What follows belongs to an exercise in optimizing a design on an open flow for small area, a short achievable clock period and few clock cycles; a production flow would make more cautious choices. Function was checked by simulation only, so behaviour that the tests miss may differ from the original. Power and IR drop assume default switching activity.

--- design.v ---
module ce_alu (
    input  wire        clk,
    input  wire        rst,         
    input  wire        in_valid,
    output wire        in_ready,
    input  wire [7:0]  op,
    input  wire [1:0]  sz,          
    input  wire [31:0] a,           
    input  wire [31:0] b,           
    input  wire [31:0] c,           
    input  wire [4:0]  flags_in,    
    output reg         out_valid,
    output reg  [31:0] result,
    output reg  [4:0]  flags_out,
    output reg         wr_d,
    output reg  [1:0]  exc          
);
    localparam FC = 0, FV = 1, FZ = 2, FN = 3, FT = 4;
    localparam ST_IDLE = 3'd0, ST_EXEC = 3'd1, ST_MUL = 3'd2, ST_DIV = 3'd3,
               ST_FIN  = 3'd4;
    reg [2:0]  state;
    reg [7:0]  op_r;
    reg [1:0]  sz_r;
    reg [31:0] a_r, b_r, c_r;
    reg [4:0]  f_r;
    assign in_ready = (state == ST_IDLE);
    wire [31:0] mask = (sz_r == 2'd0) ? 32'h0000_00FF :
                       (sz_r == 2'd1) ? 32'h0000_FFFF : 32'hFFFF_FFFF;
    wire [5:0]  nbits = (sz_r == 2'd0) ? 6'd8 : (sz_r == 2'd1) ? 6'd16 : 6'd32;
    wire [4:0]  modmask = (sz_r == 2'd0) ? 5'd7 : (sz_r == 2'd1) ? 5'd15 : 5'd31;
    wire [31:0] am = a_r & mask;
    wire [31:0] bm = b_r & mask;
    wire [31:0] cm = c_r & mask;
    function automatic msb_at(input [31:0] x, input [1:0] s);
        msb_at = (s == 2'd0) ? x[7] : (s == 2'd1) ? x[15] : x[31];
    endfunction
    function automatic [31:0] sext(input [31:0] x, input [1:0] s);
        sext = (s == 2'd0) ? {{24{x[7]}}, x[7:0]} :
               (s == 2'd1) ? {{16{x[15]}}, x[15:0]} : x;
    endfunction
    wire        a_neg = msb_at(am, sz_r);
    wire        b_neg = msb_at(bm, sz_r);
    wire [31:0] as32  = sext(am, sz_r);
    wire is_mul  = (op_r == 8'h14) || (op_r == 8'h15) || (op_r == 8'h16);
    wire is_div  = (op_r >= 8'h17) && (op_r <= 8'h1A);
    wire is_simple =
        ((op_r >= 8'h10) && (op_r <= 8'h13)) || (op_r == 8'h1B) || (op_r == 8'h1C) ||
        ((op_r >= 8'h20) && (op_r <= 8'h2A)) ||
        ((op_r >= 8'h30) && (op_r <= 8'h33)) ||
        ((op_r >= 8'h35) && (op_r <= 8'h38));
    wire illegal = (sz_r == 2'd3) || !(is_simple || is_mul || is_div);
    function automatic [31:0] crc_bytes(input [31:0] crc_in, input [31:0] data,
                                        input [1:0] s, input [31:0] poly);
        integer i, j;
        reg [31:0] crc;
        reg [7:0]  byte_v;
        begin
            crc = crc_in;
            for (i = 0; i < 4; i = i + 1) begin
                if ((i == 0) || (i == 1 && s != 2'd0) || (i >= 2 && s == 2'd2)) begin
                    byte_v = data[8*i +: 8];
                    crc = crc ^ {24'd0, byte_v};
                    for (j = 0; j < 8; j = j + 1)
                        crc = crc[0] ? ((crc >> 1) ^ poly) : (crc >> 1);
                end
            end
            crc_bytes = crc;
        end
    endfunction
    reg [31:0] s_res;
    reg [4:0]  s_fl;      
    reg [4:0]  s_fm;      
    reg        s_wr;
    reg [32:0] sum;
    reg [63:0] shl_t;
    reg [32:0] shr_t;
    reg [32:0] sar_t;
    reg [4:0]  k;
    reg [4:0]  kr;
    reg [31:0] r8, r16, r32;
    reg [4:0]  bitn;
    reg [5:0]  ffs_i;
    integer    q;
    always @* begin
        s_res = 32'd0;
        s_fl  = 5'd0;
        s_fm  = 5'd0;
        s_wr  = 1'b1;
        sum   = 33'd0;
        shl_t = 64'd0;
        shr_t = 33'd0;
        sar_t = 33'd0;
        k     = bm[4:0];
        kr    = bm[4:0] & modmask;
        r8 = 32'd0; r16 = 32'd0; r32 = 32'd0;
        bitn  = 5'd0;
        ffs_i = 6'd0;
        case (op_r)
            8'h10, 8'h11: begin                        
                sum   = {1'b0, am} + {1'b0, bm} + {32'd0, (op_r == 8'h11) & f_r[FC]};
                s_res = sum[31:0] & mask;
                s_fl[FC] = (sz_r == 2'd0) ? sum[8] : (sz_r == 2'd1) ? sum[16] : sum[32];
                s_fl[FV] = msb_at((am ^ s_res) & (bm ^ s_res), sz_r);
                s_fm  = 5'b01111;
            end
            8'h12, 8'h13, 8'h1B, 8'h1C: begin          
                if (op_r == 8'h1B)
                    sum = 33'd0 - {1'b0, am};
                else
                    sum = {1'b0, am} - {1'b0, bm} - {32'd0, (op_r == 8'h13) & f_r[FC]};
                s_res = sum[31:0] & mask;
                s_fl[FC] = sum[32];                    
                if (op_r == 8'h1B)
                    s_fl[FV] = msb_at(am & s_res, sz_r);
                else
                    s_fl[FV] = msb_at((am ^ bm) & (am ^ s_res), sz_r);
                s_fm  = 5'b01111;
                s_wr  = (op_r != 8'h1C);
            end
            8'h20: begin s_res = am & bm;  s_fm = 5'b01111; end    
            8'h21: begin s_res = am | bm;  s_fm = 5'b01111; end    
            8'h22: begin s_res = am ^ bm;  s_fm = 5'b01111; end    
            8'h23: begin s_res = am & ~bm; s_fm = 5'b01111; end    
            8'h24: begin s_res = ~am & mask; s_fm = 5'b01111; end  
            8'h25: begin s_res = am; s_fm = 5'b01111; s_wr = 1'b0; end  
            8'h26: begin                               
                shl_t = {32'd0, am} << k;
                s_res = shl_t[31:0] & mask;
                s_fl[FC] = shl_t[nbits];
                s_fm  = 5'b01111;
            end
            8'h27: begin                               
                shr_t = {am, 1'b0} >> k;
                s_res = shr_t[32:1];
                s_fl[FC] = shr_t[0];
                s_fm  = 5'b01111;
            end
            8'h28: begin                               
                sar_t = $signed({as32, 1'b0}) >>> k;
                s_res = sar_t[32:1] & mask;
                s_fl[FC] = sar_t[0];
                s_fm  = 5'b01111;
            end
            8'h29, 8'h2A: begin                        
                if (op_r == 8'h29) begin
                    r8  = {24'd0, (am[7:0]  << kr[2:0]) | (am[7:0]  >> (4'd8  - {1'b0, kr[2:0]}))};
                    r16 = {16'd0, (am[15:0] << kr[3:0]) | (am[15:0] >> (5'd16 - {1'b0, kr[3:0]}))};
                    r32 = (am << kr) | (am >> (6'd32 - {1'b0, kr}));
                end else begin
                    r8  = {24'd0, (am[7:0]  >> kr[2:0]) | (am[7:0]  << (4'd8  - {1'b0, kr[2:0]}))};
                    r16 = {16'd0, (am[15:0] >> kr[3:0]) | (am[15:0] << (5'd16 - {1'b0, kr[3:0]}))};
                    r32 = (am >> kr) | (am << (6'd32 - {1'b0, kr}));
                end
                s_res = (sz_r == 2'd0) ? r8 : (sz_r == 2'd1) ? r16 : r32;
                if (kr == 5'd0)
                    s_fl[FC] = 1'b0;
                else if (op_r == 8'h29)
                    s_fl[FC] = s_res[0];
                else
                    s_fl[FC] = msb_at(s_res, sz_r);
                s_fm  = 5'b01111;
            end
            8'h30: begin                               
                bitn = bm[4:0] & modmask;
                s_fl[FT] = am[bitn];
                s_fm  = 5'b10000;
                s_wr  = 1'b0;
            end
            8'h31, 8'h32, 8'h33: begin                 
                bitn = am[4:0] & modmask;
                s_fl[FT] = cm[bitn];
                s_fm  = 5'b10000;
                s_res = cm;
                if (op_r == 8'h31)      s_res[bitn] = 1'b1;
                else if (op_r == 8'h32) s_res[bitn] = 1'b0;
                else                    s_res[bitn] = ~cm[bitn];
            end
            8'h35: begin                               
                ffs_i = nbits;
                for (q = 31; q >= 0; q = q - 1)
                    if (am[q]) ffs_i = q[5:0];
                s_res = {26'd0, ffs_i};
                s_fl[FZ] = (am == 32'd0);
                s_fm  = 5'b00100;
            end
            8'h36: begin                               
                s_res = (sz_r == 2'd0) ? am :
                        (sz_r == 2'd1) ? {16'd0, am[7:0], am[15:8]} :
                                         {am[7:0], am[15:8], am[23:16], am[31:24]};
                s_fm  = 5'b01100;
            end
            8'h37: s_res = crc_bytes(a_r, b_r, sz_r, 32'h82F6_3B78);   
            8'h38: s_res = crc_bytes(a_r, b_r, sz_r, 32'hEDB8_8320);   
            default: s_wr = 1'b0;
        endcase
        if (op_r != 8'h35) begin
            s_fl[FZ] = ((s_res & mask) == 32'd0);
            s_fl[FN] = msb_at(s_res, sz_r);
        end
    end
    reg [63:0] acc;        
    reg [63:0] mcand;      
    reg [31:0] mplier;     
    reg [31:0] dq;         
    reg [32:0] rem;        
    reg [31:0] dvs;        
    reg [5:0]  cnt;
    reg        neg_q;      
    reg        neg_r;      
    reg        ovf;        
    wire signed_mul = (op_r == 8'h16);
    wire signed_div = (op_r == 8'h18) || (op_r == 8'h1A);
    wire [31:0] mag_a_m = (signed_mul && a_neg) ? (32'd0 - as32) & mask : am;
    wire [31:0] mag_b_m = (signed_mul && b_neg) ? (32'd0 - sext(bm, sz_r)) & mask : bm;
    wire [31:0] mag_a_d = (signed_div && a_neg) ? (32'd0 - as32) & mask : am;
    wire [31:0] mag_b_d = (signed_div && b_neg) ? (32'd0 - sext(bm, sz_r)) & mask : bm;
    wire        min_a   = a_neg && ((am & (mask >> 1)) == 32'd0);
    wire        m1_b    = (bm == mask);
    wire [32:0] rem_sh  = {rem[31:0], dq[31]};
    wire        rem_ge  = (rem_sh >= {1'b0, dvs});
    wire [63:0] prod    = neg_q ? (64'd0 - acc) : acc;
    wire [63:0] prod_hi = (sz_r == 2'd0) ? (prod >> 8) : (sz_r == 2'd1) ? (prod >> 16) : (prod >> 32);
    wire [31:0] quo     = (neg_q ? (32'd0 - dq) : dq) & mask;
    wire [31:0] rmd     = (neg_r ? (32'd0 - rem[31:0]) : rem[31:0]) & mask;
    reg [31:0] f_res;
    reg        f_v;
    always @* begin
        f_v = 1'b0;
        case (op_r)
            8'h14:   f_res = prod[31:0] & mask;
            8'h15,
            8'h16:   f_res = prod_hi[31:0] & mask;
            8'h17:   f_res = quo;
            8'h18:   begin f_res = quo; f_v = ovf; end
            default: f_res = rmd;
        endcase
    end
    always @(posedge clk) begin
        out_valid <= 1'b0;
        if (rst) begin
            state <= ST_IDLE;
        end else begin
            case (state)
                ST_IDLE: if (in_valid) begin
                    op_r  <= op;
                    sz_r  <= sz;
                    a_r   <= a;
                    b_r   <= b;
                    c_r   <= c;
                    f_r   <= flags_in;
                    state <= ST_EXEC;
                end
                ST_EXEC: begin
                    if (illegal) begin
                        out_valid <= 1'b1;
                        result    <= 32'd0;
                        flags_out <= f_r;
                        wr_d      <= 1'b0;
                        exc       <= 2'd2;
                        state     <= ST_IDLE;
                    end else if (is_mul) begin
                        acc    <= 64'd0;
                        mcand  <= {32'd0, mag_a_m};
                        mplier <= mag_b_m;
                        neg_q  <= signed_mul && (a_neg ^ b_neg);
                        cnt    <= 6'd0;
                        state  <= ST_MUL;
                    end else if (is_div) begin
                        if (bm == 32'd0) begin
                            out_valid <= 1'b1;
                            result    <= 32'd0;
                            flags_out <= f_r;
                            wr_d      <= 1'b0;
                            exc       <= 2'd1;
                            state     <= ST_IDLE;
                        end else begin
                            dq    <= mag_a_d << (6'd32 - nbits);
                            rem   <= 33'd0;
                            dvs   <= mag_b_d;
                            neg_q <= signed_div && (a_neg ^ b_neg);
                            neg_r <= signed_div && a_neg;
                            ovf   <= (op_r == 8'h18) && min_a && m1_b;
                            cnt   <= 6'd0;
                            state <= ST_DIV;
                        end
                    end else begin
                        out_valid <= 1'b1;
                        result    <= s_res;
                        flags_out <= (f_r & ~s_fm) | (s_fl & s_fm);
                        wr_d      <= s_wr;
                        exc       <= 2'd0;
                        state     <= ST_IDLE;
                    end
                end
                ST_MUL: begin
                    if (mplier[0])
                        acc <= acc + mcand;
                    mcand  <= mcand << 1;
                    mplier <= mplier >> 1;
                    cnt    <= cnt + 6'd1;
                    if (cnt == nbits - 6'd1)
                        state <= ST_FIN;
                end
                ST_DIV: begin
                    if (rem_ge) begin
                        rem <= rem_sh - {1'b0, dvs};
                        dq  <= {dq[30:0], 1'b1};
                    end else begin
                        rem <= rem_sh;
                        dq  <= {dq[30:0], 1'b0};
                    end
                    cnt <= cnt + 6'd1;
                    if (cnt == nbits - 6'd1)
                        state <= ST_FIN;
                end
                ST_FIN: begin
                    out_valid <= 1'b1;
                    result    <= f_res;
                    flags_out <= {f_r[FT],
                                  msb_at(f_res, sz_r),
                                  (f_res == 32'd0),
                                  f_v,
                                  1'b0};
                    wr_d      <= 1'b1;
                    exc       <= 2'd0;
                    state     <= ST_IDLE;
                end
                default: state <= ST_IDLE;
            endcase
        end
    end
endmodule
--- run.sh ---
#!/bin/bash
# synth_recipe.tcl (not shown) runs the flow's synth.tcl, then flattens the netlist and writes it again
# the make line also repeats each setting of config.mk as NAME=value (left out here)
make -C /OpenROAD-flow-scripts/flow DESIGN_CONFIG=/design/flow/config.mk WORK_HOME=/design/flow/orfs CLKGATE_MAP_FILE= SYNTH_SCRIPT=/design/flow/synth_recipe.tcl finish
--- config.mk ---
export PLATFORM = sky130hd
export DESIGN_NAME = ce_alu
export DESIGN_NICKNAME = ce_alu
export VERILOG_FILES = /design/flow/design.v
export SDC_FILE = /design/flow/constraint.sdc
export NUM_CORES = 4
export LEC_CHECK = 0
export CAP_MARGIN = 20
export CORE_MARGIN = 2
export CORE_UTILIZATION = 35
export SLEW_MARGIN = 20
--- constraint.sdc ---
create_clock -name core_clock -period 10.0 [get_ports {clk}]
set_input_delay 2.0000 -clock core_clock [delete_from_list [all_inputs] [get_ports {clk}]]
set_output_delay 2.0000 -clock core_clock [all_outputs]
set_load 0.01 [all_outputs]
==> run notes <==
-- cell families after synthesis --
| logic type | after synthesis | share of synthesized area [%] |
|---|---|---|
| multiplexers | 199 | 4.07 |
| AO/OA/AOI/OAI | 2189 | 25.4 |
| buffers and inverters | 696 | 4.98 |
| flip-flops | 420 | 23.5 |
| AND/OR/NAND/NOR | 2246 | 18.6 |
| XOR/XNOR | 926 | 17.8 |
| adder cells (fa/ha/maj) | 240 | 5.69 |
-- per-stage QoR --
stage	cell area (µm²)	std cells	util, %	power, W	setup slack (ps)
global route	59900	8996	39.4	0.0250	765
global placement	58200	8897	38.3	0.0218	1230
finish	60000	9010	39.5	0.0240	1020
CTS	59900	8993	39.4	0.0237	1140
floorplan	53600	6916	-	0.0170	547
detailed placement	58200	8897	38.3	0.0216	1240
-- worst max-delay path by stage --
stage | start | to | slack, ps | cells after the start
floorplan | rst | mcand[0] | 550 | 2
global placement | b_r[5] | flags_out[2] | 1230 | 23
detailed placement | b_r[5] | flags_out[2] | 1240 | 23
CTS | b_r[5] | flags_out[2] | 1140 | 23
global route | b_r[5] | flags_out[2] | 770 | 23
finish | b_r[5] | flags_out[2] | 1020 | 23
-- where the power goes --
group	internal, W	switching [W]	total [W]	leakage (nW)
clock network	0.00110	0.000863	0.00197	0.805
registers	0.00195	0.0000272	0.00198	3.87
logic	0.00886	0.0112	0.0201	17.7
-- critical path, cell delays in order (launching register included) --
cell and delay, ps:
edfxtp_1 480, inv_1 160, ha_1 1000, buf_4 320
xnor3_2 560, xnor2_1 200, xnor2_2 380, xnor3_1 580
and3b_1 220, a2111o_1 350, nor2_4 300, xor3_2 420
xnor3_1 410, o21ai_1 210, xor2_2 520, xor2_2 270
xnor2_1 530, xor2_2 390, xnor3_1 380, o221ai_1 310
nor3_1 90, and4bb_1 200, a32oi_1 220, o31ai_1 110
-- metal layers --
metal  track usage [%]  wire, µm
met5                 0       225
met4              30.5     29700
met3              12.8     39400
met2              60.2    139000
met1              52.5    131000
-- cell type report --
class,instances,share of cell area (%)
well taps,2030,4.24
diodes,17,0.0710
repair buffers,432,6.16
clock buffers,60,2.26
inverters,215,1.35
flip-flops and latches,420,21.0
clock inverters,36,0.601
multi-input cells,5800,64.4
-- placed cells by master, fill, tap and decap left out, types with 114 or more instances in the layout --
cell type	synthesis	layout
nand2_1	802	801
nor2_1	743	727
o21ai_0	684	677
a21oi_1	582	577
xnor2_1	513	512
edfxtp_1	416	416
xor2_1	298	297
buf_4	2	272
ha_1	234	232
inv_1	202	201
mux2i_1	167	167
nand3_1	160	160
clkdlybuf4s50_1	0	155
nor3_1	122	114
==> metrics.md <==
| Metric | Value |
|---|---|
| Peak fanout along the critical path | `9` |
| Final worst path period share | `89.8%` |
| Post-synthesis cell count | `6,916` |
| Die Wd | `395 µm` |
| DRC violation count after routing | `0` |
| Max-cap violations | `0` |
| Rows | `143` |
| Placer's final routability congestion estimate | `1.12` |
| DRT Wirelength | `339,000 µm` |
| Clock Tree Buf Depth | `3` |
| Setup violators final | `0` |
| Antenna Nets Post-Route | `0` |
| Final hold vios | `0` |
| Top cells by area, synth | `edfxtp_1, xnor2_1, o21ai_0` |
| Setup Buffers After CTS | `0` |
| Antenna violations before repair | `30` |
| Htree depth | `2` |
| Hold Startpoint | `mplier[15]` |
| Clock transition at the registers of the reported paths | `70 ps` |
| Capturing point of the worst reg2reg path | `flags_out[2]` |
| Post-synth EDFFs | `416` |
| TritonRoute pass-1 iters | `9` |
| Top post-synthesis cells by count | `nand2_1, nor2_1, o21ai_0, a21oi_1, xnor2_1` |
| Core area | `0.152 mm²` |
| Seq/Total Area, Yosys | `23.5%` |
| GRT Total Usage | `41.8%` |
| Root Buffer | `clkbuf_16` |
| CTS tree | `yes` |
| Layout cells sized above 1 | `7.65%` |
| P&R area growth vs syn | `11.9%` |
| Initial core utilization | `35.3%` |
| Startpoint Class | `flop` |
| R2r startpoint | `b_r[5]` |
| Die Y | `395 µm` |
| Peak VDD IR | `0.000850 V` |
| Ys Warns | `1` |
| Setup crit end kind | `flop` |
| DIE AREA | `0.156 mm²` |
| WHS | `526 ps` |
| Clock Sinks | `420` |
| Slew @ Worst Pin | `1280 ps` |
| Yosys top cell area share | `23.3%` |
| Filler cell count | `15,800` |
| Worst R2R Setup Slack | `1020 ps` |
| Most area-hungry cell type in the Yosys netlist | `edfxtp_1` |
| Most common cell in the synthesized netlist | `nand2_1` |
| Clock latency on the worst-skew pair | `700 ps` |
| Biggest regs | `acc x64, mcand x64` |
| RSZ-0062 raised after global routing | `false` |
| Min Tclk post-route | `8980 ps` |
| Worst R2R Path Depth | `23` |
| Number of port buffers | `155` |
| IO Count | `156` |
| Vias in the first global route | `54,800` |
| Cell Area, Synth | `0.0536 mm²` |
| Largest net degree at the start of global routing | `109` |
| Vias post-DR | `59,300` |
| DR iter-0 viols | `9,107` |
| Routed length per instance | `37.6 µm` |
| Layout net count | `7,276` |
| Synthesized flop and latch total | `420` |
| Register Area | `0.0126 mm²` |
| Post-synthesis average cell area | `7.74 µm²` |
| Fmax | `111 MHz` |
| WP data required | `10,390 ps` |
| Hold depth | `2` |
| PD cells | `401 mW/mm²` |
| Post-synth cell types | `101` |
| Via density | `6.58` |
| Setup Skew | `61.7 ps` |
| Slew HR | `14.0%` |
| Slew Limit Fails | `0` |
| Leak | `22.4 nW` |
| Hold_buf cts | `0` |
| Async SR Flop Fraction | `0%` |
| Total CTS buffers | `53` |
| First-pass GRT wire length | `460,000 µm` |
| Multi-input gate area | `0.0386 mm²` |
| Fin Setup TNS | `0 ps` |
| DP HPWL | `265,000 µm` |
| Worst Hold Endpoint | `mplier[14]` |
| Worst Path Arrival | `9370 ps` |
| Most used DFF post-synth | `edfxtp_1` |
| Worst min path class | `flop to flop` |
| Gr ovfl total | `0` |
| Outcome | `no timing/DRC/antenna violations` |
| Critical path class | `flop to flop` |
| Cts repair resizes | `0` |
| Syn Nets | `7,270` |
Testbench counts, summed over its fixed seeds: cycles 18,393.

==> what the ideal ports hide <==
In the flow no input, the clock included, has a driving cell. The finished layout below was timed again as built, in two steps.
Step 1 sets driving cells, clkbuf_16 on the clock port and buf_2 on the other inputs (assumed; they add their load-dependent delay and slew).
Step 2 moves the port delays by t, midway between the first and last clock arrival at a register: inputs arrive t later, outputs are due t later. That takes back most of the time a late clock gives input paths.
a / b / c = no drivers / after step 1 / after step 2; a / b = the first two.
t (ns): 0.750
setup WS [ns]: 1.018 / 1.018 / 1.018
worst setup path at the end: register to register
After both steps this run still meets setup and hold. For this run, drivers alone change the setup slack by 0.000 ns; drivers and shift together by 0.000 ns.
